Background: an optimization exercise with open tools, aiming at small area, a short achievable clock period and few clock cycles per item. Do not read the settings as production practice.
In this exercise RTL edits were held to simulation tests only and were not proved equivalent to the original.

`design/flow/flow/run.sh`:
```
#!/bin/bash
# The standard layout, with the ports buffered by the smallest buffer
# (sky130_fd_sc_hd__buf_1) instead of the default delay buffer, and timing
# repair aiming 14.5 ns below the clock period.
set -euo pipefail
bash standard.sh "BUFFER_PORTS_ARGS=-buffer_cell sky130_fd_sc_hd__buf_1" SETUP_SLACK_MARGIN=14.5 finish > standard_flow.log 2>&1
```
`design/flow/standard.sh`:
```
#!/bin/bash
# synth_recipe.tcl (not shown) runs the flow's synth.tcl, then flattens the netlist and writes it again
# the make line also repeats each setting of config.mk as NAME=value (left out here)
make -C /OpenROAD-flow-scripts/flow DESIGN_CONFIG=/design/flow/config.mk WORK_HOME=/design/flow/orfs CLKGATE_MAP_FILE= SYNTH_SCRIPT=/design/flow/synth_recipe.tcl "${@:-finish}"
```
`design/flow/config.mk`:
```
export PLATFORM = sky130hd
export DESIGN_NAME = gst_ecc
export DESIGN_NICKNAME = gst_ecc
export VERILOG_FILES = /design/flow/design.v
export SDC_FILE = /design/flow/constraint.sdc
export NUM_CORES = 4
export LEC_CHECK = 0
export CAP_MARGIN = 20
export CORE_MARGIN = 2
export CORE_UTILIZATION = 60
export CTS_CLUSTER_DIAMETER = 60
export CTS_CLUSTER_SIZE = 24
export PLACE_DENSITY = 0.72
export SLEW_MARGIN = 20
```
`design/flow/constraint.sdc`:
```
create_clock -name core_clock -period 25.0 [get_ports {clk}]
set_input_delay 5.0000 -clock core_clock [delete_from_list [all_inputs] [get_ports {clk}]]
set_output_delay 5.0000 -clock core_clock [all_outputs]
set_load 0.01 [all_outputs]
```
`design/flow/design.v`:
```
module gst_ecc (
    input  wire        clk,
    input  wire        rst,
    input  wire        req_valid,
    output wire        req_ready,
    input  wire [1:0]  req_op,        
    input  wire [33:0] req_addr,      
    input  wire [31:0] req_origin,
    input  wire [79:0] req_cw,        
    input  wire [63:0] req_wdata,     
    input  wire [7:0]  req_wmask,     
    output reg         rsp_valid,
    input  wire        rsp_ready,
    output wire [63:0] rsp_data,
    output wire        rsp_wr,
    output wire [79:0] rsp_cw,
    output wire [1:0]  rsp_weight,    
    output wire        rsp_poison,
    input  wire        stat_clr,      
    input  wire [1:0]  log_clr,       
    output wire [63:0] eccstat,
    output wire [63:0] ecclog,
    output wire [31:0] eccorg
);
    wire [6:0] s1, s3;
    wire par;
    wire sx_0 = req_cw[24] ^ req_cw[75];
    wire sx_1 = req_cw[25] ^ req_cw[76];
    wire sx_2 = req_cw[55] ^ req_cw[72];
    wire sx_3 = req_cw[58] ^ sx_0;
    wire sx_4 = req_cw[17] ^ req_cw[33];
    wire sx_5 = req_cw[30] ^ req_cw[37];
    wire sx_6 = req_cw[23] ^ req_cw[50];
    wire sx_7 = req_cw[27] ^ req_cw[56];
    wire sx_8 = req_cw[19] ^ req_cw[67];
    wire sx_9 = req_cw[38] ^ req_cw[51];
    wire sx_10 = req_cw[59] ^ req_cw[73];
    wire sx_11 = req_cw[60] ^ req_cw[74];
    wire sx_12 = req_cw[8] ^ req_cw[39];
    wire sx_13 = req_cw[9] ^ req_cw[40];
    wire sx_14 = req_cw[16] ^ req_cw[52];
    wire sx_15 = req_cw[28] ^ req_cw[57];
    wire sx_16 = req_cw[26] ^ req_cw[61];
    wire sx_17 = req_cw[20] ^ req_cw[68];
    wire sx_18 = req_cw[21] ^ req_cw[69];
    wire sx_19 = req_cw[7] ^ sx_6;
    wire sx_20 = req_cw[15] ^ sx_9;
    wire sx_21 = req_cw[49] ^ sx_5;
    wire sx_22 = req_cw[78] ^ sx_3;
    wire sx_23 = sx_1 ^ sx_10;
    wire sx_24 = req_cw[29] ^ req_cw[32];
    wire sx_25 = req_cw[13] ^ req_cw[48];
    wire sx_26 = req_cw[18] ^ req_cw[66];
    wire sx_27 = req_cw[31] ^ req_cw[77];
    wire sx_28 = req_cw[22] ^ sx_7;
    wire sx_29 = req_cw[46] ^ req_cw[71];
    wire sx_30 = req_cw[45] ^ sx_2;
    wire sx_31 = req_cw[10] ^ req_cw[34];
    wire sx_32 = req_cw[14] ^ req_cw[36];
    wire sx_33 = req_cw[11] ^ req_cw[41];
    wire sx_34 = req_cw[12] ^ req_cw[47];
    wire sx_35 = req_cw[43] ^ req_cw[53];
    wire sx_36 = req_cw[35] ^ sx_11;
    wire sx_37 = req_cw[42] ^ sx_15;
    wire sx_38 = req_cw[54] ^ sx_8;
    wire sx_39 = req_cw[62] ^ sx_4;
    wire sx_40 = req_cw[70] ^ sx_16;
    wire sx_41 = sx_12 ^ sx_14;
    wire sx_42 = sx_18 ^ sx_20;
    wire sx_43 = sx_17 ^ sx_26;
    wire sx_44 = sx_21 ^ sx_28;
    wire sx_45 = sx_22 ^ sx_30;
    wire sx_46 = req_cw[5] ^ sx_13;
    wire sx_47 = req_cw[3] ^ sx_19;
    wire sx_48 = req_cw[6] ^ sx_44;
    wire sx_49 = req_cw[44] ^ sx_25;
    wire sx_50 = req_cw[64] ^ sx_24;
    wire sx_51 = req_cw[63] ^ sx_31;
    wire sx_52 = sx_23 ^ sx_29;
    wire sx_53 = sx_27 ^ sx_33;
    wire sx_54 = sx_34 ^ sx_41;
    wire sx_55 = sx_32 ^ sx_43;
    wire sx_56 = req_cw[4] ^ req_cw[65];
    wire sx_57 = req_cw[52] ^ req_cw[53];
    wire sx_58 = req_cw[61] ^ sx_39;
    wire sx_59 = sx_4 ^ sx_42;
    wire sx_60 = sx_2 ^ sx_46;
    wire sx_61 = sx_36 ^ sx_37;
    wire sx_62 = sx_40 ^ sx_45;
    wire sx_63 = sx_35 ^ sx_52;
    wire sx_64 = sx_38 ^ sx_49;
    wire sx_65 = sx_47 ^ sx_51;
    wire sx_66 = req_cw[18] ^ req_cw[42];
    wire sx_67 = req_cw[23] ^ req_cw[39];
    wire sx_68 = req_cw[0] ^ req_cw[75];
    wire sx_69 = req_cw[4] ^ req_cw[72];
    wire sx_70 = req_cw[26] ^ req_cw[65];
    wire sx_71 = req_cw[2] ^ sx_13;
    wire sx_72 = req_cw[51] ^ req_cw[57];
    wire sx_73 = req_cw[54] ^ req_cw[74];
    wire sx_74 = req_cw[1] ^ sx_50;
    wire sx_75 = req_cw[47] ^ sx_8;
    wire sx_76 = req_cw[46] ^ sx_19;
    wire sx_77 = req_cw[13] ^ sx_56;
    wire sx_78 = req_cw[71] ^ sx_1;
    wire sx_79 = req_cw[66] ^ sx_16;
    wire sx_80 = req_cw[25] ^ sx_60;
    wire sx_81 = req_cw[41] ^ sx_48;
    wire sx_82 = req_cw[77] ^ sx_18;
    wire sx_83 = req_cw[37] ^ sx_59;
    wire sx_84 = sx_14 ^ sx_22;
    wire sx_85 = sx_17 ^ sx_27;
    wire sx_86 = sx_20 ^ sx_24;
    wire sx_87 = sx_11 ^ sx_37;
    wire sx_88 = sx_12 ^ sx_36;
    wire sx_89 = req_cw[73] ^ sx_57;
    wire sx_90 = req_cw[76] ^ sx_62;
    wire sx_91 = sx_25 ^ sx_35;
    wire sx_92 = sx_23 ^ sx_40;
    wire sx_93 = sx_29 ^ sx_45;
    wire sx_94 = sx_39 ^ sx_53;
    wire sx_95 = sx_54 ^ sx_63;
    wire sx_96 = sx_55 ^ sx_64;
    wire sx_97 = sx_50 ^ sx_72;
    wire sx_98 = sx_61 ^ sx_65;
    wire sx_99 = sx_54 ^ sx_86;
    wire sx_100 = sx_67 ^ sx_82;
    wire sx_101 = sx_70 ^ sx_89;
    wire sx_102 = sx_84 ^ sx_97;
    wire sx_103 = sx_94 ^ sx_98;
    assign s1[0] = (((sx_44 ^ sx_52) ^ (sx_53 ^ (sx_19 ^ sx_38))) ^ (sx_87 ^ ((sx_68 ^ ((req_cw[14] ^ req_cw[44]) ^ (req_cw[55] ^ req_cw[62]))) ^ sx_42)));
    assign s1[1] = ((sx_99 ^ (sx_87 ^ (sx_85 ^ (((req_cw[43] ^ req_cw[56]) ^ sx_6) ^ (req_cw[63] ^ (req_cw[1] ^ req_cw[22])))))) ^ sx_90);
    assign s1[2] = (sx_102 ^ (sx_63 ^ ((sx_100 ^ sx_58) ^ (sx_71 ^ ((req_cw[30] ^ sx_7) ^ sx_49)))));
    assign s1[3] = ((sx_65 ^ (sx_101 ^ (sx_75 ^ ((req_cw[70] ^ (req_cw[11] ^ req_cw[40])) ^ (sx_66 ^ sx_7))))) ^ (sx_83 ^ sx_93));
    assign s1[4] = (((((sx_69 ^ sx_73) ^ sx_28) ^ (sx_9 ^ ((req_cw[34] ^ req_cw[35]) ^ (req_cw[48] ^ req_cw[64])))) ^ (sx_43 ^ ((req_cw[70] ^ (req_cw[19] ^ req_cw[24])) ^ (sx_15 ^ sx_33)))) ^ sx_95);
    assign s1[5] = (((((req_cw[49] ^ req_cw[58]) ^ (req_cw[71] ^ req_cw[75])) ^ (sx_34 ^ ((req_cw[17] ^ req_cw[20]) ^ (req_cw[29] ^ req_cw[36])))) ^ (sx_100 ^ sx_101)) ^ ((sx_61 ^ sx_64) ^ sx_80));
    assign s1[6] = (((sx_55 ^ (((req_cw[50] ^ (req_cw[10] ^ req_cw[21])) ^ sx_91) ^ (sx_73 ^ ((req_cw[29] ^ req_cw[40]) ^ sx_10)))) ^ sx_81) ^ sx_90);
    assign s3[0] = (((sx_58 ^ sx_60) ^ (sx_75 ^ ((req_cw[56] ^ (req_cw[31] ^ req_cw[38])) ^ (sx_15 ^ sx_68)))) ^ (sx_76 ^ ((sx_23 ^ sx_51) ^ sx_55)));
    assign s3[1] = ((((sx_77 ^ sx_85) ^ (sx_8 ^ ((req_cw[50] ^ req_cw[5]) ^ sx_57))) ^ sx_59) ^ (sx_92 ^ (((req_cw[8] ^ (req_cw[14] ^ req_cw[34])) ^ sx_21) ^ (sx_3 ^ sx_30))));
    assign s3[2] = (((sx_79 ^ sx_91) ^ ((((req_cw[19] ^ req_cw[27]) ^ (req_cw[38] ^ req_cw[68])) ^ (sx_13 ^ sx_5)) ^ (sx_41 ^ sx_78))) ^ sx_103);
    assign s3[3] = (sx_83 ^ ((((sx_32 ^ ((req_cw[28] ^ req_cw[48]) ^ (req_cw[59] ^ req_cw[6]))) ^ sx_74) ^ (sx_76 ^ sx_88)) ^ ((sx_79 ^ (sx_3 ^ sx_53)) ^ sx_80)));
    assign s3[4] = (sx_93 ^ (sx_48 ^ (((sx_26 ^ (req_cw[9] ^ (req_cw[16] ^ req_cw[32]))) ^ (sx_38 ^ sx_77)) ^ (sx_58 ^ sx_88))));
    assign s3[5] = (sx_102 ^ (sx_96 ^ (sx_47 ^ (((req_cw[69] ^ (req_cw[12] ^ req_cw[33])) ^ (sx_11 ^ sx_69)) ^ (sx_21 ^ sx_78)))));
    assign s3[6] = (sx_81 ^ (sx_99 ^ (((sx_66 ^ ((req_cw[33] ^ req_cw[36]) ^ (req_cw[60] ^ req_cw[62]))) ^ sx_92) ^ (sx_71 ^ (((req_cw[65] ^ req_cw[67]) ^ (req_cw[78] ^ req_cw[7])) ^ (sx_0 ^ sx_31))))));
    assign par = (sx_103 ^ ((((sx_42 ^ sx_74) ^ (sx_46 ^ (sx_56 ^ (req_cw[79] ^ (req_cw[0] ^ req_cw[2]))))) ^ (sx_48 ^ sx_96)) ^ (sx_62 ^ sx_95)));
    wire [6:0] w3;
    wire [127:0] w3_tab0 = 128'h85171f397d3521e1ec0715d9c155d956;
    wire [127:0] w3_tab1 = 128'h077bca8c40edde83cfa9b8fae20590f0;
    wire [127:0] w3_tab2 = 128'hd3d8a3c4b729aac8883ed3b1ef77e000;
    wire [127:0] w3_tab3 = 128'h9d7459fd639529fbdb72e2c062284688;
    wire [127:0] w3_tab4 = 128'h76d02a17ab13d34bf22b331b534913bc;
    wire [127:0] w3_tab5 = 128'h7a55ce6bcde0f5c45424a2b9e9a25f80;
    wire [127:0] w3_tab6 = 128'h4ae285f65b8d65a17edf971ddc8880a0;
    assign w3 = {w3_tab6[s1], w3_tab5[s1], w3_tab4[s1], w3_tab3[s1], w3_tab2[s1], w3_tab1[s1], w3_tab0[s1]};
    wire [6:0] t;
    wire [6:0] tm_m0 = s3;
    wire [6:0] tm_m1 = {tm_m0[5:3], tm_m0[2] ^ tm_m0[6], tm_m0[1:0], tm_m0[6]};
    wire [6:0] tm_m2 = {tm_m1[5:3], tm_m1[2] ^ tm_m1[6], tm_m1[1:0], tm_m1[6]};
    wire [6:0] tm_m3 = {tm_m2[5:3], tm_m2[2] ^ tm_m2[6], tm_m2[1:0], tm_m2[6]};
    wire [6:0] tm_m4 = {tm_m3[5:3], tm_m3[2] ^ tm_m3[6], tm_m3[1:0], tm_m3[6]};
    wire [6:0] tm_m5 = {tm_m4[5:3], tm_m4[2] ^ tm_m4[6], tm_m4[1:0], tm_m4[6]};
    wire [6:0] tm_m6 = {tm_m5[5:3], tm_m5[2] ^ tm_m5[6], tm_m5[1:0], tm_m5[6]};
    assign t[0] = ((((w3[0] & tm_m0[0]) ^ (w3[1] & tm_m1[0])) ^ ((w3[2] & tm_m2[0]) ^ (w3[3] & tm_m3[0]))) ^ (((w3[4] & tm_m4[0]) ^ (w3[5] & tm_m5[0])) ^ (w3[6] & tm_m6[0])));
    assign t[1] = ((((w3[0] & tm_m0[1]) ^ (w3[1] & tm_m1[1])) ^ ((w3[2] & tm_m2[1]) ^ (w3[3] & tm_m3[1]))) ^ (((w3[4] & tm_m4[1]) ^ (w3[5] & tm_m5[1])) ^ (w3[6] & tm_m6[1])));
    assign t[2] = ((((w3[0] & tm_m0[2]) ^ (w3[1] & tm_m1[2])) ^ ((w3[2] & tm_m2[2]) ^ (w3[3] & tm_m3[2]))) ^ (((w3[4] & tm_m4[2]) ^ (w3[5] & tm_m5[2])) ^ (w3[6] & tm_m6[2])));
    assign t[3] = ((((w3[0] & tm_m0[3]) ^ (w3[1] & tm_m1[3])) ^ ((w3[2] & tm_m2[3]) ^ (w3[3] & tm_m3[3]))) ^ (((w3[4] & tm_m4[3]) ^ (w3[5] & tm_m5[3])) ^ (w3[6] & tm_m6[3])));
    assign t[4] = ((((w3[0] & tm_m0[4]) ^ (w3[1] & tm_m1[4])) ^ ((w3[2] & tm_m2[4]) ^ (w3[3] & tm_m3[4]))) ^ (((w3[4] & tm_m4[4]) ^ (w3[5] & tm_m5[4])) ^ (w3[6] & tm_m6[4])));
    assign t[5] = ((((w3[0] & tm_m0[5]) ^ (w3[1] & tm_m1[5])) ^ ((w3[2] & tm_m2[5]) ^ (w3[3] & tm_m3[5]))) ^ (((w3[4] & tm_m4[5]) ^ (w3[5] & tm_m5[5])) ^ (w3[6] & tm_m6[5])));
    assign t[6] = ((((w3[0] & tm_m0[6]) ^ (w3[1] & tm_m1[6])) ^ ((w3[2] & tm_m2[6]) ^ (w3[3] & tm_m3[6]))) ^ (((w3[4] & tm_m4[6]) ^ (w3[5] & tm_m5[6])) ^ (w3[6] & tm_m6[6])));
    wire [6:0] pl1, pl2, pl3, pl4, pl5, pl6;
    wire px_0 = s1[0] ^ s1[4];
    wire px_1 = s1[1] ^ s1[5];
    wire px_2 = s1[2] ^ s1[6];
    wire px_3 = s1[3] ^ s1[6];
    wire px_4 = s1[2] ^ s1[3];
    wire px_5 = s1[3] ^ px_0;
    wire px_6 = s1[5] ^ px_2;
    wire px_7 = s1[0] ^ s1[1];
    wire px_8 = s1[1] ^ s1[2];
    wire px_9 = s1[0] ^ s1[5];
    wire px_10 = s1[3] ^ px_1;
    assign pl1[0] = s1[3];
    assign pl1[1] = s1[4];
    assign pl1[2] = s1[5];
    assign pl1[3] = px_3;
    assign pl1[4] = px_0;
    assign pl1[5] = px_1;
    assign pl1[6] = px_2;
    assign pl2[0] = px_3;
    assign pl2[1] = px_0;
    assign pl2[2] = px_1;
    assign pl2[3] = px_4;
    assign pl2[4] = px_5;
    assign pl2[5] = (s1[4] ^ px_1);
    assign pl2[6] = px_6;
    assign pl3[0] = px_8;
    assign pl3[1] = (s1[0] ^ px_4);
    assign pl3[2] = (s1[1] ^ px_5);
    assign pl3[3] = (s1[4] ^ s1[5]);
    assign pl3[4] = (s1[5] ^ s1[6]);
    assign pl3[5] = (s1[0] ^ s1[6]);
    assign pl3[6] = px_7;
    assign pl4[0] = (s1[5] ^ px_3);
    assign pl4[1] = (s1[6] ^ px_0);
    assign pl4[2] = (s1[0] ^ px_1);
    assign pl4[3] = (px_1 ^ px_4);
    assign pl4[4] = (px_2 ^ px_5);
    assign pl4[5] = (s1[4] ^ px_10);
    assign pl4[6] = (s1[4] ^ px_6);
    assign pl5[0] = (s1[4] ^ px_2);
    assign pl5[1] = (s1[3] ^ s1[5]);
    assign pl5[2] = (s1[4] ^ s1[6]);
    assign pl5[3] = (px_0 ^ px_6);
    assign pl5[4] = (px_1 ^ px_3);
    assign pl5[5] = (px_0 ^ px_2);
    assign pl5[6] = px_10;
    assign pl6[0] = (s1[4] ^ px_8);
    assign pl6[1] = (px_4 ^ px_9);
    assign pl6[2] = (px_3 ^ (s1[1] ^ px_0));
    assign pl6[3] = px_9;
    assign pl6[4] = (s1[1] ^ s1[6]);
    assign pl6[5] = (s1[0] ^ s1[2]);
    assign pl6[6] = (s1[3] ^ px_7);
    wire [6:0] x1n, x2n;
    assign x1n[0] = ((((t[1] & pl1[0]) ^ (t[2] & pl2[0])) ^ ((t[3] & pl3[0]) ^ (t[4] & pl4[0]))) ^ ((t[5] & pl5[0]) ^ (t[6] & pl6[0])));
    assign x2n[0] = ((((t[1] & pl1[0]) ^ (t[2] & pl2[0])) ^ ((t[3] & pl3[0]) ^ (t[4] & pl4[0]))) ^ (((t[5] & pl5[0]) ^ (t[6] & pl6[0])) ^ s1[0]));
    assign x1n[1] = ((((t[1] & pl1[1]) ^ (t[2] & pl2[1])) ^ ((t[3] & pl3[1]) ^ (t[4] & pl4[1]))) ^ ((t[5] & pl5[1]) ^ (t[6] & pl6[1])));
    assign x2n[1] = ((((t[1] & pl1[1]) ^ (t[2] & pl2[1])) ^ ((t[3] & pl3[1]) ^ (t[4] & pl4[1]))) ^ (((t[5] & pl5[1]) ^ (t[6] & pl6[1])) ^ s1[1]));
    assign x1n[2] = ((((t[1] & pl1[2]) ^ (t[2] & pl2[2])) ^ ((t[3] & pl3[2]) ^ (t[4] & pl4[2]))) ^ ((t[5] & pl5[2]) ^ (t[6] & pl6[2])));
    assign x2n[2] = ((((t[1] & pl1[2]) ^ (t[2] & pl2[2])) ^ ((t[3] & pl3[2]) ^ (t[4] & pl4[2]))) ^ (((t[5] & pl5[2]) ^ (t[6] & pl6[2])) ^ s1[2]));
    assign x1n[3] = ((((t[1] & pl1[3]) ^ (t[2] & pl2[3])) ^ ((t[3] & pl3[3]) ^ (t[4] & pl4[3]))) ^ ((t[5] & pl5[3]) ^ (t[6] & pl6[3])));
    assign x2n[3] = ((((t[1] & pl1[3]) ^ (t[2] & pl2[3])) ^ ((t[3] & pl3[3]) ^ (t[4] & pl4[3]))) ^ (((t[5] & pl5[3]) ^ (t[6] & pl6[3])) ^ s1[3]));
    assign x1n[4] = ((((t[1] & pl1[4]) ^ (t[2] & pl2[4])) ^ ((t[3] & pl3[4]) ^ (t[4] & pl4[4]))) ^ ((t[5] & pl5[4]) ^ (t[6] & pl6[4])));
    assign x2n[4] = ((((t[1] & pl1[4]) ^ (t[2] & pl2[4])) ^ ((t[3] & pl3[4]) ^ (t[4] & pl4[4]))) ^ (((t[5] & pl5[4]) ^ (t[6] & pl6[4])) ^ s1[4]));
    assign x1n[5] = ((((t[1] & pl1[5]) ^ (t[2] & pl2[5])) ^ ((t[3] & pl3[5]) ^ (t[4] & pl4[5]))) ^ ((t[5] & pl5[5]) ^ (t[6] & pl6[5])));
    assign x2n[5] = ((((t[1] & pl1[5]) ^ (t[2] & pl2[5])) ^ ((t[3] & pl3[5]) ^ (t[4] & pl4[5]))) ^ (((t[5] & pl5[5]) ^ (t[6] & pl6[5])) ^ s1[5]));
    assign x1n[6] = ((((t[1] & pl1[6]) ^ (t[2] & pl2[6])) ^ ((t[3] & pl3[6]) ^ (t[4] & pl4[6]))) ^ ((t[5] & pl5[6]) ^ (t[6] & pl6[6])));
    assign x2n[6] = ((((t[1] & pl1[6]) ^ (t[2] & pl2[6])) ^ ((t[3] & pl3[6]) ^ (t[4] & pl4[6]))) ^ (((t[5] & pl5[6]) ^ (t[6] & pl6[6])) ^ s1[6]));
    wire s1z = (s1 == 7'd0);
    wire cz  = (t == 7'd1);
    wire fue = s1z ? (s3 != 7'd0) : (!cz && (par || !t[0]));
    wire is_w = (req_op == 2'd0);
    wire is_m = (req_op == 2'd2);
    wire is_s = (req_op == 2'd3);
    wire [7:0] kmask = is_w ? 8'hFF : is_m ? req_wmask : 8'h00;
    reg  [63:0] xm;
    integer bi;
    always @(*) begin
        for (bi = 0; bi < 8; bi = bi + 1)
            xm[8*bi +: 8] = kmask[bi] ? req_wdata[8*bi +: 8] : req_cw[14 + 8*bi +: 8];
    end
    reg [63:0] q_x;
    reg [7:0]  q_kmask;
    reg [6:0]  x1, x2;
    reg        q_s1z, q_cz, q_fue, q_par, q_pr;
    reg        q_w, q_m, q_s;
    reg [33:0] q_addr;
    reg [31:0] q_origin;
    wire load = !rsp_valid || rsp_ready;
    assign req_ready = load;
    always @(posedge clk) begin
        if (rst)
            rsp_valid <= 1'b0;
        else if (load)
            rsp_valid <= req_valid;
        if (load) begin
            q_x      <= xm;
            q_kmask  <= kmask;
            x1       <= x1n;
            x2       <= x2n;
            q_s1z    <= s1z;
            q_cz     <= cz;
            q_fue    <= fue;
            q_par    <= par;
            q_pr     <= req_cw[78];
            q_w      <= is_w;
            q_m      <= is_m;
            q_s      <= is_s;
            q_addr   <= req_addr;
            q_origin <= req_origin;
        end
    end
    wire       v1, p1;
    wire [127:0] v1_tab0 = 128'h341efc53e5ef4f6366edbbb9ab551f7e;
    assign v1 = {v1_tab0[x1]};
    wire [127:0] p1_tab0 = 128'h00000000000040000000000000000000;
    assign p1 = {p1_tab0[x1]};
    wire       v2, p2;
    wire [127:0] v2_tab0 = 128'h341efc53e5ef4f6366edbbb9ab551f7e;
    assign v2 = {v2_tab0[x2]};
    wire [127:0] p2_tab0 = 128'h00000000000040000000000000000000;
    assign p2 = {p2_tab0[x2]};
    wire       ue = q_fue || (!q_s1z && (!v2 || (!q_cz && !v1)));
    wire [1:0] w  = q_s1z ? {1'b0, q_par} : (q_cz && q_par) ? 2'd1 : 2'd2;
    wire       pz = !ue && (q_pr ^ p1 ^ p2);
    assign rsp_weight = q_w ? 2'd0 : ue ? 2'd3 : w;
    assign rsp_poison = !q_w && pz;
    assign rsp_wr     = q_w || q_m || (q_s && !pz && (ue || w != 2'd0));
    wire   enc_p      = (q_m && (ue || pz)) || (q_s && ue);
    wire   q_report   = !q_w && !(q_s && pz);
    wire   q_scrub    = q_s;
    wire       v1n = (v1 || q_cz) && !q_fue;
    wire       v2n = v2 && !q_fue;
    reg [63:0] en;
    integer bj;
    always @(*) begin
        for (bj = 0; bj < 8; bj = bj + 1)
            en[8*bj +: 8] = {8{!q_kmask[bj]}};
    end
    wire [63:0] h1, h2;
    assign h1[0] = (x1 == 7'd65);
    assign h1[1] = (x1 == 7'd11);
    assign h1[2] = (x1 == 7'd22);
    assign h1[3] = (x1 == 7'd44);
    assign h1[4] = (x1 == 7'd88);
    assign h1[5] = (x1 == 7'd57);
    assign h1[6] = (x1 == 7'd114);
    assign h1[7] = (x1 == 7'd109);
    assign h1[8] = (x1 == 7'd83);
    assign h1[9] = (x1 == 7'd47);
    assign h1[10] = (x1 == 7'd94);
    assign h1[11] = (x1 == 7'd53);
    assign h1[12] = (x1 == 7'd106);
    assign h1[13] = (x1 == 7'd93);
    assign h1[14] = (x1 == 7'd51);
    assign h1[15] = (x1 == 7'd102);
    assign h1[16] = (x1 == 7'd69);
    assign h1[17] = (x1 == 7'd3);
    assign h1[18] = (x1 == 7'd6);
    assign h1[19] = (x1 == 7'd12);
    assign h1[20] = (x1 == 7'd24);
    assign h1[21] = (x1 == 7'd48);
    assign h1[22] = (x1 == 7'd96);
    assign h1[23] = (x1 == 7'd73);
    assign h1[24] = (x1 == 7'd27);
    assign h1[25] = (x1 == 7'd54);
    assign h1[26] = (x1 == 7'd108);
    assign h1[27] = (x1 == 7'd81);
    assign h1[28] = (x1 == 7'd43);
    assign h1[29] = (x1 == 7'd86);
    assign h1[30] = (x1 == 7'd37);
    assign h1[31] = (x1 == 7'd74);
    assign h1[32] = (x1 == 7'd29);
    assign h1[33] = (x1 == 7'd58);
    assign h1[34] = (x1 == 7'd116);
    assign h1[35] = (x1 == 7'd97);
    assign h1[36] = (x1 == 7'd75);
    assign h1[37] = (x1 == 7'd31);
    assign h1[38] = (x1 == 7'd62);
    assign h1[39] = (x1 == 7'd124);
    assign h1[40] = (x1 == 7'd113);
    assign h1[41] = (x1 == 7'd107);
    assign h1[42] = (x1 == 7'd95);
    assign h1[43] = (x1 == 7'd55);
    assign h1[44] = (x1 == 7'd110);
    assign h1[45] = (x1 == 7'd85);
    assign h1[46] = (x1 == 7'd35);
    assign h1[47] = (x1 == 7'd70);
    assign h1[48] = (x1 == 7'd5);
    assign h1[49] = (x1 == 7'd10);
    assign h1[50] = (x1 == 7'd20);
    assign h1[51] = (x1 == 7'd40);
    assign h1[52] = (x1 == 7'd80);
    assign h1[53] = (x1 == 7'd41);
    assign h1[54] = (x1 == 7'd82);
    assign h1[55] = (x1 == 7'd45);
    assign h1[56] = (x1 == 7'd90);
    assign h1[57] = (x1 == 7'd61);
    assign h1[58] = (x1 == 7'd122);
    assign h1[59] = (x1 == 7'd125);
    assign h1[60] = (x1 == 7'd115);
    assign h1[61] = (x1 == 7'd111);
    assign h1[62] = (x1 == 7'd87);
    assign h1[63] = (x1 == 7'd39);
    assign h2[0] = (x2 == 7'd65);
    assign h2[1] = (x2 == 7'd11);
    assign h2[2] = (x2 == 7'd22);
    assign h2[3] = (x2 == 7'd44);
    assign h2[4] = (x2 == 7'd88);
    assign h2[5] = (x2 == 7'd57);
    assign h2[6] = (x2 == 7'd114);
    assign h2[7] = (x2 == 7'd109);
    assign h2[8] = (x2 == 7'd83);
    assign h2[9] = (x2 == 7'd47);
    assign h2[10] = (x2 == 7'd94);
    assign h2[11] = (x2 == 7'd53);
    assign h2[12] = (x2 == 7'd106);
    assign h2[13] = (x2 == 7'd93);
    assign h2[14] = (x2 == 7'd51);
    assign h2[15] = (x2 == 7'd102);
    assign h2[16] = (x2 == 7'd69);
    assign h2[17] = (x2 == 7'd3);
    assign h2[18] = (x2 == 7'd6);
    assign h2[19] = (x2 == 7'd12);
    assign h2[20] = (x2 == 7'd24);
    assign h2[21] = (x2 == 7'd48);
    assign h2[22] = (x2 == 7'd96);
    assign h2[23] = (x2 == 7'd73);
    assign h2[24] = (x2 == 7'd27);
    assign h2[25] = (x2 == 7'd54);
    assign h2[26] = (x2 == 7'd108);
    assign h2[27] = (x2 == 7'd81);
    assign h2[28] = (x2 == 7'd43);
    assign h2[29] = (x2 == 7'd86);
    assign h2[30] = (x2 == 7'd37);
    assign h2[31] = (x2 == 7'd74);
    assign h2[32] = (x2 == 7'd29);
    assign h2[33] = (x2 == 7'd58);
    assign h2[34] = (x2 == 7'd116);
    assign h2[35] = (x2 == 7'd97);
    assign h2[36] = (x2 == 7'd75);
    assign h2[37] = (x2 == 7'd31);
    assign h2[38] = (x2 == 7'd62);
    assign h2[39] = (x2 == 7'd124);
    assign h2[40] = (x2 == 7'd113);
    assign h2[41] = (x2 == 7'd107);
    assign h2[42] = (x2 == 7'd95);
    assign h2[43] = (x2 == 7'd55);
    assign h2[44] = (x2 == 7'd110);
    assign h2[45] = (x2 == 7'd85);
    assign h2[46] = (x2 == 7'd35);
    assign h2[47] = (x2 == 7'd70);
    assign h2[48] = (x2 == 7'd5);
    assign h2[49] = (x2 == 7'd10);
    assign h2[50] = (x2 == 7'd20);
    assign h2[51] = (x2 == 7'd40);
    assign h2[52] = (x2 == 7'd80);
    assign h2[53] = (x2 == 7'd41);
    assign h2[54] = (x2 == 7'd82);
    assign h2[55] = (x2 == 7'd45);
    assign h2[56] = (x2 == 7'd90);
    assign h2[57] = (x2 == 7'd61);
    assign h2[58] = (x2 == 7'd122);
    assign h2[59] = (x2 == 7'd125);
    assign h2[60] = (x2 == 7'd115);
    assign h2[61] = (x2 == 7'd111);
    assign h2[62] = (x2 == 7'd87);
    assign h2[63] = (x2 == 7'd39);
    assign rsp_data = q_x ^ (((h1 & {64{v2n}}) | (h2 & {64{v1n}})) & en);
    wire [14:0] encd;
    wire ex_0 = rsp_data[3] ^ rsp_data[14];
    wire ex_1 = rsp_data[17] ^ rsp_data[43];
    wire ex_2 = rsp_data[0] ^ rsp_data[22];
    wire ex_3 = rsp_data[1] ^ rsp_data[23];
    wire ex_4 = rsp_data[2] ^ rsp_data[24];
    wire ex_5 = rsp_data[4] ^ rsp_data[26];
    wire ex_6 = rsp_data[5] ^ rsp_data[27];
    wire ex_7 = rsp_data[25] ^ rsp_data[30];
    wire ex_8 = rsp_data[13] ^ rsp_data[46];
    wire ex_9 = rsp_data[31] ^ rsp_data[47];
    wire ex_10 = rsp_data[37] ^ rsp_data[62];
    wire ex_11 = rsp_data[38] ^ rsp_data[63];
    wire ex_12 = rsp_data[9] ^ rsp_data[29];
    wire ex_13 = rsp_data[18] ^ rsp_data[44];
    wire ex_14 = rsp_data[6] ^ rsp_data[61];
    wire ex_15 = rsp_data[33] ^ rsp_data[58];
    wire ex_16 = rsp_data[32] ^ ex_5;
    wire ex_17 = rsp_data[50] ^ rsp_data[53];
    wire ex_18 = rsp_data[56] ^ ex_0;
    wire ex_19 = ex_7 ^ ex_9;
    wire ex_20 = rsp_data[12] ^ rsp_data[45];
    wire ex_21 = rsp_data[10] ^ rsp_data[48];
    wire ex_22 = rsp_data[11] ^ rsp_data[49];
    wire ex_23 = rsp_data[28] ^ rsp_data[42];
    wire ex_24 = rsp_data[7] ^ ex_10;
    wire ex_25 = rsp_data[39] ^ ex_3;
    wire ex_26 = rsp_data[40] ^ ex_2;
    wire ex_27 = rsp_data[41] ^ ex_8;
    wire ex_28 = rsp_data[52] ^ ex_1;
    wire ex_29 = rsp_data[55] ^ ex_4;
    wire ex_30 = rsp_data[60] ^ ex_6;
    wire ex_31 = rsp_data[15] ^ rsp_data[57];
    wire ex_32 = rsp_data[20] ^ rsp_data[59];
    wire ex_33 = rsp_data[21] ^ ex_11;
    wire ex_34 = rsp_data[19] ^ ex_14;
    wire ex_35 = rsp_data[54] ^ ex_19;
    wire ex_36 = ex_16 ^ ex_17;
    wire ex_37 = ex_20 ^ ex_21;
    wire ex_38 = ex_15 ^ ex_30;
    wire ex_39 = rsp_data[16] ^ rsp_data[50];
    wire ex_40 = rsp_data[8] ^ ex_13;
    wire ex_41 = rsp_data[34] ^ rsp_data[59];
    wire ex_42 = rsp_data[35] ^ ex_24;
    wire ex_43 = rsp_data[51] ^ ex_12;
    wire ex_44 = rsp_data[29] ^ ex_38;
    wire ex_45 = rsp_data[44] ^ ex_23;
    wire ex_46 = rsp_data[54] ^ ex_26;
    wire ex_47 = rsp_data[61] ^ ex_25;
    wire ex_48 = ex_22 ^ ex_27;
    wire ex_49 = ex_18 ^ ex_37;
    wire ex_50 = ex_31 ^ ex_48;
    wire ex_51 = rsp_data[14] ^ rsp_data[33];
    wire ex_52 = rsp_data[1] ^ rsp_data[57];
    wire ex_53 = rsp_data[13] ^ rsp_data[49];
    wire ex_54 = rsp_data[0] ^ ex_0;
    wire ex_55 = rsp_data[26] ^ rsp_data[43];
    wire ex_56 = rsp_data[30] ^ rsp_data[45];
    wire ex_57 = rsp_data[34] ^ rsp_data[41];
    wire ex_58 = rsp_data[40] ^ rsp_data[42];
    wire ex_59 = rsp_data[10] ^ ex_13;
    wire ex_60 = rsp_data[4] ^ ex_28;
    wire ex_61 = rsp_data[35] ^ rsp_data[62];
    wire ex_62 = rsp_data[5] ^ ex_29;
    wire ex_63 = rsp_data[24] ^ ex_11;
    wire ex_64 = rsp_data[36] ^ rsp_data[63];
    wire ex_65 = rsp_data[36] ^ ex_3;
    wire ex_66 = rsp_data[23] ^ ex_18;
    wire ex_67 = rsp_data[51] ^ rsp_data[55];
    wire ex_68 = rsp_data[12] ^ ex_32;
    wire ex_69 = rsp_data[11] ^ ex_35;
    wire ex_70 = rsp_data[48] ^ ex_1;
    wire ex_71 = rsp_data[7] ^ ex_44;
    wire ex_72 = rsp_data[8] ^ ex_46;
    wire ex_73 = rsp_data[16] ^ ex_42;
    wire ex_74 = rsp_data[46] ^ ex_19;
    wire ex_75 = rsp_data[28] ^ ex_41;
    wire ex_76 = rsp_data[60] ^ ex_12;
    wire ex_77 = ex_2 ^ ex_8;
    wire ex_78 = rsp_data[32] ^ ex_47;
    wire ex_79 = rsp_data[39] ^ ex_43;
    wire ex_80 = ex_4 ^ ex_34;
    wire ex_81 = ex_14 ^ ex_29;
    wire ex_82 = ex_26 ^ ex_36;
    wire ex_83 = ex_23 ^ ex_40;
    wire ex_84 = ex_24 ^ ex_54;
    wire ex_85 = ex_28 ^ ex_53;
    wire ex_86 = ex_33 ^ ex_52;
    wire ex_87 = ex_27 ^ ex_63;
    wire ex_88 = ex_39 ^ ex_57;
    wire ex_89 = ex_49 ^ ex_55;
    wire ex_90 = ex_45 ^ ex_68;
    wire ex_91 = ex_66 ^ ex_82;
    assign encd[0] = (((ex_40 ^ ex_70) ^ (ex_75 ^ ex_77)) ^ (ex_79 ^ (((ex_31 ^ ex_51) ^ (ex_56 ^ ex_6)) ^ ((rsp_data[37] ^ ex_17) ^ ex_34))));
    assign encd[1] = ((ex_85 ^ ((ex_21 ^ ex_32) ^ (ex_9 ^ ((rsp_data[38] ^ rsp_data[57]) ^ ex_17)))) ^ (ex_73 ^ ((ex_38 ^ ex_47) ^ ex_72)));
    assign encd[2] = ((((ex_29 ^ ex_33) ^ ex_46) ^ (ex_65 ^ ((ex_10 ^ ex_56) ^ (rsp_data[43] ^ (rsp_data[19] ^ rsp_data[32]))))) ^ (ex_44 ^ ex_50));
    assign encd[3] = ((ex_88 ^ (ex_15 ^ ((rsp_data[22] ^ rsp_data[37]) ^ ex_11))) ^ (((ex_18 ^ ex_25) ^ ex_74) ^ (ex_81 ^ ex_90)));
    assign encd[4] = (ex_91 ^ ((ex_74 ^ ex_80) ^ (ex_83 ^ ((((rsp_data[21] ^ rsp_data[33]) ^ (rsp_data[38] ^ rsp_data[9])) ^ ex_30) ^ ex_42))));
    assign encd[5] = ((ex_84 ^ ex_87) ^ ((ex_35 ^ ex_36) ^ (ex_65 ^ ((rsp_data[17] ^ ex_32) ^ ex_59))));
    assign encd[6] = (((ex_36 ^ ex_81) ^ ex_69) ^ (ex_86 ^ (((ex_1 ^ ex_41) ^ ex_45) ^ (ex_76 ^ ex_77))));
    assign encd[7] = (ex_71 ^ (ex_89 ^ (((((rsp_data[22] ^ rsp_data[2]) ^ ex_13) ^ (ex_61 ^ ex_67)) ^ ex_35) ^ ex_78)));
    assign encd[8] = (((ex_28 ^ (((rsp_data[18] ^ rsp_data[31]) ^ ex_10) ^ (ex_22 ^ ex_64))) ^ (ex_62 ^ ex_79)) ^ ex_91);
    assign encd[9] = (((((rsp_data[25] ^ ex_12) ^ ex_75) ^ ex_49) ^ (ex_60 ^ ex_87)) ^ (ex_72 ^ ex_78));
    assign encd[10] = (ex_50 ^ (((((rsp_data[47] ^ rsp_data[53]) ^ ex_5) ^ (ex_51 ^ ex_58)) ^ ((ex_61 ^ ex_7) ^ ex_25)) ^ ((ex_59 ^ ex_76) ^ ex_62)));
    assign encd[11] = ((ex_69 ^ ex_89) ^ (ex_80 ^ (ex_88 ^ (((rsp_data[15] ^ rsp_data[58]) ^ ex_58) ^ (ex_6 ^ ex_64)))));
    assign encd[12] = ((ex_50 ^ ex_73) ^ (ex_90 ^ ((((rsp_data[31] ^ rsp_data[3]) ^ ex_67) ^ (rsp_data[6] ^ (rsp_data[25] ^ rsp_data[27]))) ^ (ex_16 ^ ex_70))));
    assign encd[13] = ((((((rsp_data[14] ^ rsp_data[36]) ^ (rsp_data[47] ^ rsp_data[56])) ^ (ex_20 ^ ex_39)) ^ (ex_16 ^ ex_33)) ^ (ex_83 ^ ex_85)) ^ ex_71);
    assign encd[14] = ((ex_84 ^ ex_86) ^ (((ex_34 ^ ex_37) ^ ex_60) ^ (ex_43 ^ ((ex_15 ^ ex_22) ^ (rsp_data[2] ^ (rsp_data[20] ^ rsp_data[27]))))));
    wire [14:0] colp = 15'h15af;    
    wire [14:0] cw15 = encd ^ ({15{enc_p}} & colp);
    assign rsp_cw = {cw15[14], enc_p, rsp_data, cw15[13:0]};
    reg [31:0] ce1_cnt;
    reg [15:0] ce2_cnt;
    reg [15:0] ue_cnt;
    reg [33:0] log_addr;
    reg [1:0]  log_weight;
    reg        log_poison;
    reg        log_scrub;
    reg        log_valid;
    reg        log_ovf;
    reg [31:0] org;
    wire       rsp_fire  = rsp_valid && rsp_ready;
    wire       ev_bad    = rsp_poison || (rsp_weight == 2'd3);
    wire       ev_ce1    = rsp_fire && q_report && !ev_bad && (rsp_weight == 2'd1);
    wire       ev_ce2    = rsp_fire && q_report && !ev_bad && (rsp_weight == 2'd2);
    wire       ev_ue     = rsp_fire && q_report && ev_bad;
    wire       ev_log    = ev_ce1 || ev_ce2 || ev_ue;
    wire [31:0] ce1_base = stat_clr ? 32'd0 : ce1_cnt;
    wire [15:0] ce2_base = stat_clr ? 16'd0 : ce2_cnt;
    wire [15:0] ue_base  = stat_clr ? 16'd0 : ue_cnt;
    wire        valid_base = log_valid && !log_clr[0];
    wire        ovf_base   = log_ovf && !log_clr[1];
    always @(posedge clk) begin
        if (rst) begin
            ce1_cnt    <= 32'd0;
            ce2_cnt    <= 16'd0;
            ue_cnt     <= 16'd0;
            log_addr   <= 34'd0;
            log_weight <= 2'd0;
            log_poison <= 1'b0;
            log_scrub  <= 1'b0;
            log_valid  <= 1'b0;
            log_ovf    <= 1'b0;
            org        <= 32'd0;
        end else begin
            ce1_cnt <= (ev_ce1 && ce1_base != 32'hFFFF_FFFF) ? ce1_base + 32'd1 : ce1_base;
            ce2_cnt <= (ev_ce2 && ce2_base != 16'hFFFF) ? ce2_base + 16'd1 : ce2_base;
            ue_cnt  <= (ev_ue  && ue_base  != 16'hFFFF) ? ue_base  + 16'd1 : ue_base;
            log_valid <= valid_base || ev_log;
            log_ovf   <= ovf_base || (ev_log && valid_base);
            if (ev_log && !valid_base) begin
                log_addr   <= q_addr;
                log_weight <= ev_bad ? 2'd3 : rsp_weight;
                log_poison <= rsp_poison;
                log_scrub  <= q_scrub;
                org        <= q_origin;
            end
        end
    end
    assign eccstat = {ue_cnt, ce2_cnt, ce1_cnt};
    assign ecclog  = {21'd0, log_ovf, log_valid, log_scrub, log_poison, log_weight, log_addr, 3'd0};
    assign eccorg  = org;
endmodule
```
==> results of run 1 <==
Yosys cell counts (5+ instances only):
library cell / instances
dfxtp_1: 137
a311oi_1: 6
nor2_1: 232
xnor2_2: 19
inv_2: 6
a211oi_1: 14
a31oi_1: 6
xor2_1: 115
o221ai_1: 6
mux2i_1: 31
o31ai_1: 8
nor4_1: 8
o2111ai_1: 5
o21ai_1: 12
nand2b_1: 25
nand2_1: 254
a21oi_1: 147
clkbuf_1: 74
inv_1: 101
buf_6: 11
buf_2: 25
nand3_1: 72
o21ai_0: 42
ha_1: 29
buf_4: 107
or3_1: 13
and2_1: 10
mux2_2: 72
o211ai_1: 10
xnor2_1: 472
o22ai_1: 9
nand4_1: 15
edfxtp_1: 160
nor2b_1: 45
xor2_2: 6
nor3_1: 31
and3_1: 14
xnor3_1: 37
xor3_1: 6
o22a_1: 62
flip-flops by register name (all words and copies together), names as in the netlist, 2 cells and up:
signal      count
ce1_cnt        32
log_weight      2
ue_cnt         16
log_addr       34
org            32
x1              7
q_x            64
ce2_cnt        16
q_addr         34
q_origin       32
q_kmask         8
x2              7
metrics by stage:
stage	cell area, um^2	utilization [%]
floorplan	23700	-
global placement	25100	64.9
detailed placement	25100	64.9
CTS	26600	68.7
global route	27900	72.3
finish	27900	72.3
layout make-up:
class                   instances  area [um^2]  area share, %
clock inverters                 9          124          0.443
flip-flops and latches        297         7550           27.0
diodes                          3         7.51         0.0269
well taps                     518          648           2.32
repair buffers                632         2930           10.5
clock buffers                  23          469           1.68
multi-input cells            1956        15800           56.4
inverters                     108          458           1.64
cell families (layout without fill, tap and decap cells):
| group | count (synthesis) | in the layout | share of synthesized area (%) |
|---|---|---|---|
| buffers and inverters | 328 | 772 | 7.42 |
| AO/OA/AOI/OAI | 384 | 384 | 11.0 |
| flip-flops | 297 | 297 | 32.1 |
| multiplexers | 104 | 104 | 4.86 |
| other | 1 | 27 | 0.0159 |
| AND/OR/NAND/NOR | 748 | 750 | 14.5 |
| XOR/XNOR | 663 | 665 | 28.6 |
| adder cells (fa/ha/maj) | 29 | 29 | 1.54 |
how the worst min path moves through the flow:
stage                         startpoint                         to  cells past startpoint
2_1_floorplan    log_poison$_SDFFE_PP0P_    log_poison$_SDFFE_PP0P_                      2
3_3_place_gp   log_addr[24]$_SDFFE_PP0P_  log_addr[24]$_SDFFE_PP0P_                      2
3_5_place_dp   log_addr[19]$_SDFFE_PP0P_  log_addr[19]$_SDFFE_PP0P_                      2
4_1_cts        log_addr[19]$_SDFFE_PP0P_  log_addr[19]$_SDFFE_PP0P_                      2
5_1_grt              org[9]$_SDFFE_PP0P_        org[9]$_SDFFE_PP0P_                      2
6_report             org[5]$_SDFFE_PP0P_        org[5]$_SDFFE_PP0P_                      2
timing repair:
item                       in CTS  in global routing
setup endpoints to repair      32                 31
resized for setup              93                154
buffers inserted               46                 51
gates cloned                    3                  2
pin swaps                      24                 36
worst max-delay path, stage by stage:
cell	delay (ps)
buf_2	150
nand2b_4	170
buf_4	170
routing by layer:
layer / global-route usage, % / routed length [um] / share of wire [%]
met5: 0 / 18 / 0.022
met4: 17.1 / 4270 / 5.2
met3: 5.06 / 7950 / 9.7
met2: 62.4 / 38600 / 47
met1: 49.9 / 31000 / 38
==> out/summary.txt, run 1 <==
max-cap viol count - 0
hold buffer count at CTS - 0
Worst Setup EP - req_ready
Tcrit/Tclk final - 42.0%
reg2reg end - ce1_cnt[30]$_SDFF_PP0_
Initial Util - 60.9%
synth unique cells - 92
final setup margin - 14,500 ps
largest net degree at the start of global routing - 74
Root Driver - clkbuf_16
antenna violations before repair - 2
pin slew with the least headroom to its limit - 1100 ps
First-pass DRT Iterations - 8
initial drt markers - 2,389
vias in the first global route - 19,701
Crit path arrival time - 5500 ps
Avg Inst Size Synth - 9.21 um^2
# fillers - 2,995
Syn Inst Count - 2,554
total congestion overflow - 0
routed wire length - 81.8 mm
first-pass GRT wire length - 119 mm
skew final - 13.3 ps
Final nets - 3,269
Via density - 5.98
Req. time, crit path - 20,000 ps
CP Launch Type - input port
most common cell after layout, fill and taps aside - buf_1
CTS tree - built
# clock sinks - 297
Main synth FF type - edfxtp_1
Post-DP HPWL - 62.0 mm
pre-CTS WS - 12,260 ps
unrepaired setup endpoints after global routing - yes
Yosys warnings - 1
core area - 0.0386 mm^2
Worst-path clk slew - 80 ps
Die Width - 202 um
fraction of registers with async set/reset - 0%
Critical Path Start - rsp_ready
IO Count - 537
Skew-Pair Late Insertion Delay - 530 ps
most frequent cells in the layout - 485 x buf_1, 377 x xnor2_1, 253 x nand2_1
Remaining DRCs - 0
Hold WC Path Type - reg2reg
Min Clock Period, post-route - 10,500 ps
synth top area cells - edfxtp_1 20%, xnor2_1 18%, dfxtp_1 12%, xor2_1 4.3%, nand2_1 4.1%
crit-path max FO - 3
FP Rows - 72
die area - 0.0408 mm^2
die height - 202 um
gpl congestion - 1.06
placed cell count - 3,409
layout cells sized above 1 - 16.0%
leading area contributor after synthesis - edfxtp_1
CTS Buffer Depth - 3
total number of vias - 21,191
WHS - 457 ps
maximum clock frequency - 0.0953 GHz
Finished Layout Cells - 3,546
Max Slew Vio Count - 0
gr usage total - 37.9%
CP endpoint kind - output pin
Slew HR - 26.1%
post-synthesis register bit count - 297
Post-synth EDFFs - 160
Setup violations, final - 0
CP Class - in2out
H-tree depth - 1
area delta synth->final - 18.7%
Worst Reg-to-Reg Cells - 18
register area share after synthesis - 32.1%
final hold vios - 0
r2r setup slk - 19,910 ps
sum of negative setup slack - 0 ps
antenna viol nets, final - 0
wire per inst - 23.1 um
Mapped Area - 0.0235 mm^2
IO Port Bufs - 512
status - no timing/DRC/antenna violations
R2R Path Start - x2[0]$_DFFE_PP_
post-synth top area share - 20.4%
TritonCTS buffer count - 18
Testbench counts, summed over its fixed seeds: cycles 12,008, items 12,000.
==> inputs of run 2 (changes only) <==
==> design/flow/flow/run.sh (replaced) <==
#!/bin/bash
# The standard layout, with the ports buffered by the smallest buffer
# (sky130_fd_sc_hd__buf_1) instead of the default delay buffer, and timing
# repair aiming 13.75 ns below the clock period.
set -euo pipefail
bash standard.sh "BUFFER_PORTS_ARGS=-buffer_cell sky130_fd_sc_hd__buf_1" SETUP_SLACK_MARGIN=13.75 finish > standard_flow.log 2>&1
==> run 2 against run 1 <==
  * Count of clock-buffer cells in the layout is the same
  * Core utilization shrank 4.9 points
  * Clock skew grew 1.2 ps
  * Non-clock buffer count shrank 75
  * Flip-flop and latch count is the same
  * Largest cell class unchanged
  * Design area shrank 6.8%
  * Critical endpoint is now x2[5]$_DFFE_PP_
  * Area after synthesis is the same
  * Sequential share of layout area grew 2.0 points
  * Via count shrank 3.5%
==> out/summary.txt, run 2 <==
Crit path arrival time - 11,340 ps (+5840 ps)
Syn Inst Count - 2,554 (unchanged)
initial drt markers - 2,116 (-11%)
Remaining DRCs - 0 (unchanged)
leading area contributor after synthesis - edfxtp_1
Avg Inst Size Synth - 9.21 um^2 (unchanged)
Setup violations, final - 0 (unchanged)
most common cell after layout, fill and taps aside - buf_1
layout cells sized above 1 - 7.97% (-8.0 points)
total number of vias - 20,449 (-3.5%)
Yosys warnings - 1 (unchanged)
Die Width - 202 um (unchanged)
area delta synth->final - 10.6%
synth unique cells - 92 (unchanged)
post-synthesis register bit count - 297 (unchanged)
total congestion overflow - 0 (unchanged)
max-cap viol count - 0 (unchanged)
Min Clock Period, post-route - 11,070 ps (+569 ps)
fraction of registers with async set/reset - 0% (unchanged)
CP peak stage delay - 520 ps (+350 ps)
antenna violations before repair - 4 (+2)
Mapped Area - 0.0235 mm^2 (unchanged)
gpl congestion - 1.05 (-0.72%)
Most common cell on crit path - xnor3_1
First-pass DRT Iterations - 7 (-1)
Post-synth EDFFs - 160 (unchanged)
largest registers - q_x (64), log_addr (34), q_addr (34)
largest net degree at the start of global routing - 68 (-8.1%)
slowest stage cell, crit path - xnor3_1
most common library cells after synthesis - 472 x xnor2_1, 254 x nand2_1, 232 x nor2_1, 160 x edfxtp_1, 147 x a21oi_1
IO Port Bufs - 512 (unchanged)
crit-path max FO - 26 (+23)
routed wire length - 78.4 mm (-4.2%)
Req. time, crit path - 25,270 ps (+5270 ps)
die height - 202 um (unchanged)
Top reg by flops - q_x
unrepaired setup endpoints after global routing - no
post-synth top area share - 20.4% (unchanged)
cell with the most instances after synthesis - xnor2_1
gr usage total - 36.6% (-1.4 points)
Root Driver - clkbuf_16
status - no timing/DRC/antenna violations
sum of negative setup slack - 0 ps (unchanged)
hold buffer count at CTS - 0 (unchanged)
skew final - 14.5 ps (+1.18 ps)
vias in the first global route - 19,243 (-2.3%)
CP Class - in2reg
# clock sinks - 297 (unchanged)
Main synth FF type - edfxtp_1
Initial Util - 60.9% (unchanged)
die area - 0.0408 mm^2 (unchanged)
Post-DP HPWL - 61.2 mm (-1.2%)
Tcrit/Tclk final - 44.3% (+2.3 points)
IO Count - 537 (unchanged)
CP Launch Type - input port
Skew-Pair Late Insertion Delay - 540 ps (about the same)
crit path cell chain - buf_1 > xnor3_1 > xor3_1 > xnor3_1 > xnor3_1 > buf_6 > ha_2 > inv_1 > xnor3_1 > o2111ai_1 > o31ai_1 > a221o_1 > a2111oi_4 > buf_4 > nor2_1 > xnor2_1 > xnor2_2 > xor2_2 > nand2_1 > o21ai_1 > a22oi_1 > xor2_1 > xnor3_1 > xnor2_1
CP endpoint kind - flop
pin slew with the least headroom to its limit - 1130 ps (+21.2 ps)
H-tree depth - 1 (unchanged)
Max Slew Vio Count - 0 (unchanged)
maximum clock frequency - 0.0904 GHz (-5.1%)
CTS tree - built
antenna viol nets, final - 0 (unchanged)
CTS Buffer Depth - 3 (unchanged)
synth top area cells - edfxtp_1 20%, xnor2_1 18%, dfxtp_1 12%, xor2_1 4.3%, nand2_1 4.1%
core area - 0.0386 mm^2 (unchanged)
max FFs per register - 64 (unchanged)
Final nets - 3,193 (-2.3%)
FP Rows - 72 (unchanged)
register area share after synthesis - 32.1% (unchanged)
most frequent cells in the layout - 509 x buf_1, 469 x xnor2_1, 253 x nand2_1
Slew HR - 24.9% (-1.2 points)
Final Core Density - 67.4% (-4.9 points)
Via density - 5.89 (-1.4%)
first-pass GRT wire length - 115 mm (-3.1%)
final hold vios - 0 (unchanged)
Worst-path clk slew - 90 ps (about the same)
wire per inst - 22.6 um (-2.2%)
TritonCTS buffer count - 19 (+1)
Hold WC Path Type - reg2reg
run 2: metal layers:
metal  vias to the layer above  part of all wire (%)  global-route usage (%)
li1                       9298                     -                       -
met1                      9751                    39                    48.7
met2                      1195                    47                    61.1
met3                       203                   9.1                    4.69
met4                         2                   4.1                    13.4
met5                         -                0.0089                       0
run 2: path summary, 6_finish.rpt:
kind / start / end / slack [ps] / depth (start not counted)
max: req_cw[74] / x2[5]$_DFFE_PP_ / 13930 / 24
min: log_addr[21]$_SDFFE_PP0P_ / log_addr[21]$_SDFFE_PP0P_ / 460 / 2
max reg2reg: x2[1]$_DFFE_PP_ / ce1_cnt[30]$_SDFF_PP0_ / 19800 / 18
min reg2reg: log_addr[21]$_SDFFE_PP0P_ / log_addr[21]$_SDFFE_PP0P_ / 460 / 2
run 2: repair_timing:
item                       in CTS  in global routing
pin swaps                       5                  2
setup buffers                  11                  9
setup endpoints to repair      16                 24
gates resized for setup         5                 23
cloned                          1                  1
run 2: worst max-delay path, delay by kind of cell:
kind            cells  cell delay [ps]
compound gates      6             1120
xor+xnor           11             3530
fa+ha+maj           1              420
buf+inv             4              970
simple gates        2              250
run 2: cell type report:
class	count	area [um^2]
multi-input combinational	1954	14500
fill	3222	12600
sequential	297	7550
timing repair buffer	557	2290
tap	518	648
clock buffer	23	500
inverter	108	415
clock inverter	10	118
antenna	4	10.0
run 2: logic make-up (layout without fill, tap and decap cells):
logic type	after synthesis	count (layout)	synth area share (%)
and+or+nand+nor	748	748	14.5
xor gates and xnor gates	663	665	28.6
AOI/OAI and AO/OA	384	384	11.0
buffers and inverters	328	698	7.42
DFF	297	297	32.1
muxes	104	104	4.86
adders and majority gates	29	29	1.54
other	1	28	0.0159
run 2: per-stage QoR:
stage | setup slack [ps] | instance area (um^2) | instances | hold slack, ps
6_report | 13930 | 26000 | 3471 | 458
5_1_grt | 13720 | 26000 | 3469 | 470
4_1_cts | 13800 | 25800 | 3457 | 458
3_5_place_dp | 12360 | 25100 | 3412 | 445
3_3_place_gp | 12630 | 25100 | 3412 | 441
2_1_floorplan | 13820 | 23600 | 2577 | 437
==> inputs of run 3 (changes only) <==
==> design/flow/flow/run.sh (replaced) <==
#!/bin/bash
# The standard layout, with the ports buffered by the smallest buffer
# (sky130_fd_sc_hd__buf_1) instead of the default delay buffer, and timing
# repair aiming 14 ns below the clock period.
set -euo pipefail
bash standard.sh "BUFFER_PORTS_ARGS=-buffer_cell sky130_fd_sc_hd__buf_1" SETUP_SLACK_MARGIN=14 finish > standard_flow.log 2>&1
--- a/design/flow/config.mk
+++ b/design/flow/config.mk
@@ -10,4 +10,4 @@
 export CORE_UTILIZATION = 60
-export CTS_CLUSTER_DIAMETER = 60
-export CTS_CLUSTER_SIZE = 24
+export CTS_CLUSTER_DIAMETER = 80
+export CTS_CLUSTER_SIZE = 30
 export PLACE_DENSITY = 0.72
==> run 3 against run 2 <==
  * Wire length is essentially flat
  * Register-to-register slack lost 20 ps
  * Worst hold slack gained 1.3 ps
  * Critical path type is now in2out
  * Largest cell class unchanged
==> out/summary.txt, run 3 <==
# clock sinks - 297 (unchanged)
FP Rows - 72 (unchanged)
Final nets - 3,202 (+0.28%)
total congestion overflow - 0 (unchanged)
wire per inst - 22.6 um (-0.13%)
Yosys warnings - 1 (unchanged)
Remaining DRCs - 0 (unchanged)
area delta synth->final - 11.2%
unrepaired setup endpoints after global routing - yes
IO Port Bufs - 512 (unchanged)
Crit path arrival time - 5950 ps (-5390 ps)
gpl congestion - 1.05 (unchanged)
antenna violations before repair - 4 (unchanged)
IO Count - 537 (unchanged)
Post-DP HPWL - 61.2 mm (unchanged)
CTS tree - built
Mapped Area - 0.0235 mm^2 (unchanged)
fraction of registers with async set/reset - 0% (unchanged)
largest registers - q_x (64), log_addr (34), q_addr (34)
maximum clock frequency - 0.0913 GHz (+1.1%)
CTS Buffer Depth - 3 (unchanged)
post-synthesis adder-cell area fraction - 1.54% (unchanged)
antenna viol nets, final - 0 (unchanged)
Max Slew Vio Count - 0 (unchanged)
vias in the first global route - 19,145 (-0.51%)
area fraction in and, or, nand and nor cells after synthesis - 14.5% (unchanged)
largest net degree at the start of global routing - 68 (unchanged)
Main synth FF type - edfxtp_1
Post-synth EDFFs - 160 (unchanged)
largest family of logic cells by synthesized area - XOR/XNOR gates
Die Width - 202 um (unchanged)
most common library cells after synthesis - 472 x xnor2_1, 254 x nand2_1, 232 x nor2_1, 160 x edfxtp_1, 147 x a21oi_1
most frequent cells in the layout - 500 x buf_1, 455 x xnor2_1, 253 x nand2_1
hold buffer count at CTS - 0 (unchanged)
Min Clock Period, post-route - 10,950 ps (-117 ps)
synth top area cells - edfxtp_1 20%, xnor2_1 18%, dfxtp_1 12%, xor2_1 4.3%, nand2_1 4.1%
max-cap viol count - 0 (unchanged)
post-synthesis compound-gate area fraction - 11.0% (unchanged)
first-pass GRT wire length - 115 mm (+0.19%)
register area share after synthesis - 32.1% (unchanged)
Req. time, crit path - 20,000 ps (-5270 ps)
Root Driver - clkbuf_16
die height - 202 um (unchanged)
First-pass DRT Iterations - 8 (+1)
pin slew with the least headroom to its limit - 1180 ps (+55.0 ps)
layout cells sized above 1 - 9.07% (+1.1 points)
most common cell after layout, fill and taps aside - buf_1
Worst-path clk slew - 110 ps (+20 ps)
TritonCTS buffer count - 14 (-5)
placed cell count - 3,412 (unchanged)
skew final - 27.0 ps (+12.5 ps)
crit-path max FO - 14 (-46%)
Skew-Pair Late Insertion Delay - 520 ps (-20 ps)
final hold vios - 0 (unchanged)
Finished Layout Cells - 3,476 (+0.14%)
post-synthesis mux area share - 4.86% (unchanged)
Initial Util - 60.9% (unchanged)
Avg Inst Size Synth - 9.21 um^2 (unchanged)
Syn Inst Count - 2,554 (unchanged)
routed wire length - 78.4 mm (about the same)
post-synthesis register bit count - 297 (unchanged)
initial drt markers - 1,959 (-7.4%)
post-synth top area share - 20.4% (unchanged)
cell with the most instances after synthesis - xnor2_1
Tcrit/Tclk final - 43.8% (-0.47 points)
sum of negative setup slack - 0 ps (unchanged)
synth unique cells - 92 (unchanged)
H-tree depth - 1 (unchanged)
Hold WC Path Type - reg2reg
die area - 0.0408 mm^2 (unchanged)
Final Core Density - 67.7% (+0.36 points)
status - no timing/DRC/antenna violations
max FFs per register - 64 (unchanged)
core area - 0.0386 mm^2 (unchanged)
Slew HR - 21.3% (-3.7 points)
CP endpoint kind - output pin
gr usage total - 36.6% (+0.073 points)
total number of vias - 20,451 (+0.0098%)
Top reg by flops - q_x
Setup violations, final - 0 (unchanged)
Via density - 5.88 (-0.13%)
CP Launch Type - input port
CP Class - in2out
leading area contributor after synthesis - edfxtp_1
XOR/XNOR Fraction of Synth Area - 28.6% (unchanged)
==> run 3: cell counts after synthesis <==
No cell type changed its count.
==> run 3: per-layer routing <==
metal	GRT usage (%)	routed length (um)	vias up
met5	0	7	-
met4	12.9	3040	2
met3	5.26	7320	189
met2	61.1	37300	1192
met1	48.8	30800	9756
li1	-	-	9312
==> run 3: final timing paths <==
check	slack, ps	start	cells past startpoint	to
worst min register to register	460	log_addr[23]$_SDFFE_PP0P_	2	log_addr[23]$_SDFFE_PP0P_
worst max-delay path	14050	rsp_ready	3	req_ready
worst min-delay path	460	log_addr[23]$_SDFFE_PP0P_	2	log_addr[23]$_SDFFE_PP0P_
worst max register to register	19780	x2[1]$_DFFE_PP_	18	ce1_cnt[30]$_SDFF_PP0_
==> run 3: area by class of cell <==
cell class / count / area [um^2]
fillers: 3216 / 12500
clock buffers: 21 / 419
multi-input cells: 1955 / 14700
repair buffers: 570 / 2430
flip-flops and latches: 297 / 7550
inverters: 108 / 415
clock inverters: 3 / 32.5
diodes: 4 / 10.0
well taps: 518 / 648
==> run 3: through the flow <==
step,area (um^2),hold slack [ps],setup slack [ps]
CTS,25800,460,14010
floorplan,23600,437,13820
global route,26200,473,14010
global placement,25100,441,12630
detailed placement,25100,445,12360
finish,26200,460,14050
==> run 3: what timing repair did <==
item / 4_1_cts / 5_1_grt
setup endpoints to repair: 21 / 30
buffers inserted: 18 / 15
gates resized for setup: 12 / 56
cloned: 3 / 0
hold endpoints to repair: 0 / 0
pin swaps: 7 / 7
==> run 3: worst max-delay path: stages <==
cell and delay [ps]:
buf_1 270, nand2b_4 370, buf_1 300
==> run 3: cell families after synthesis <==
kind of cell / Yosys count
flip-flops: 297
XOR/XNOR: 663
AO/OA/AOI/OAI: 384
AND/OR/NAND/NOR: 748
other: 1
buffers and inverters: 328
adder cells (fa/ha/maj): 29
multiplexers: 104

-- static timing again, ports no longer ideal --
In the flow no input, the clock included, has a driving cell. The finished layouts below were timed again as built, in two steps.
Step 1 sets driving cells, clkbuf_16 on the clock port and buf_2 on the other inputs (assumed; they add their load-dependent delay and slew).
Step 2 times the ports against the registers' clock, not the clock port: input delays grow and output delays shrink by t, the midpoint of the rising clock arrivals with the driver on.
Three values: ideal, step 1, step 2; two values: the first two.
run	t (ns)	setup slack, ns	hold slack, ns	worst setup path at the end	slew at the worst register clock pin (ns)
run 1	0.577	14.504 / 14.483 / 13.985	0.457 / 0.457 / 0.457	input to register	0.10 / 0.10
run 2	0.585	13.934 / 13.882 / 13.380	0.458 / 0.458 / 0.458	input to register	0.09 / 0.09
run 3	0.554	14.052 / 13.998 / 13.720	0.460 / 0.460 / 0.460	input to register	0.11 / 0.11
After both steps every run listed still meets setup and hold. The setup slack of run 2, which loses most, moves by -0.052 ns with the drivers and by -0.554 ns with both steps.
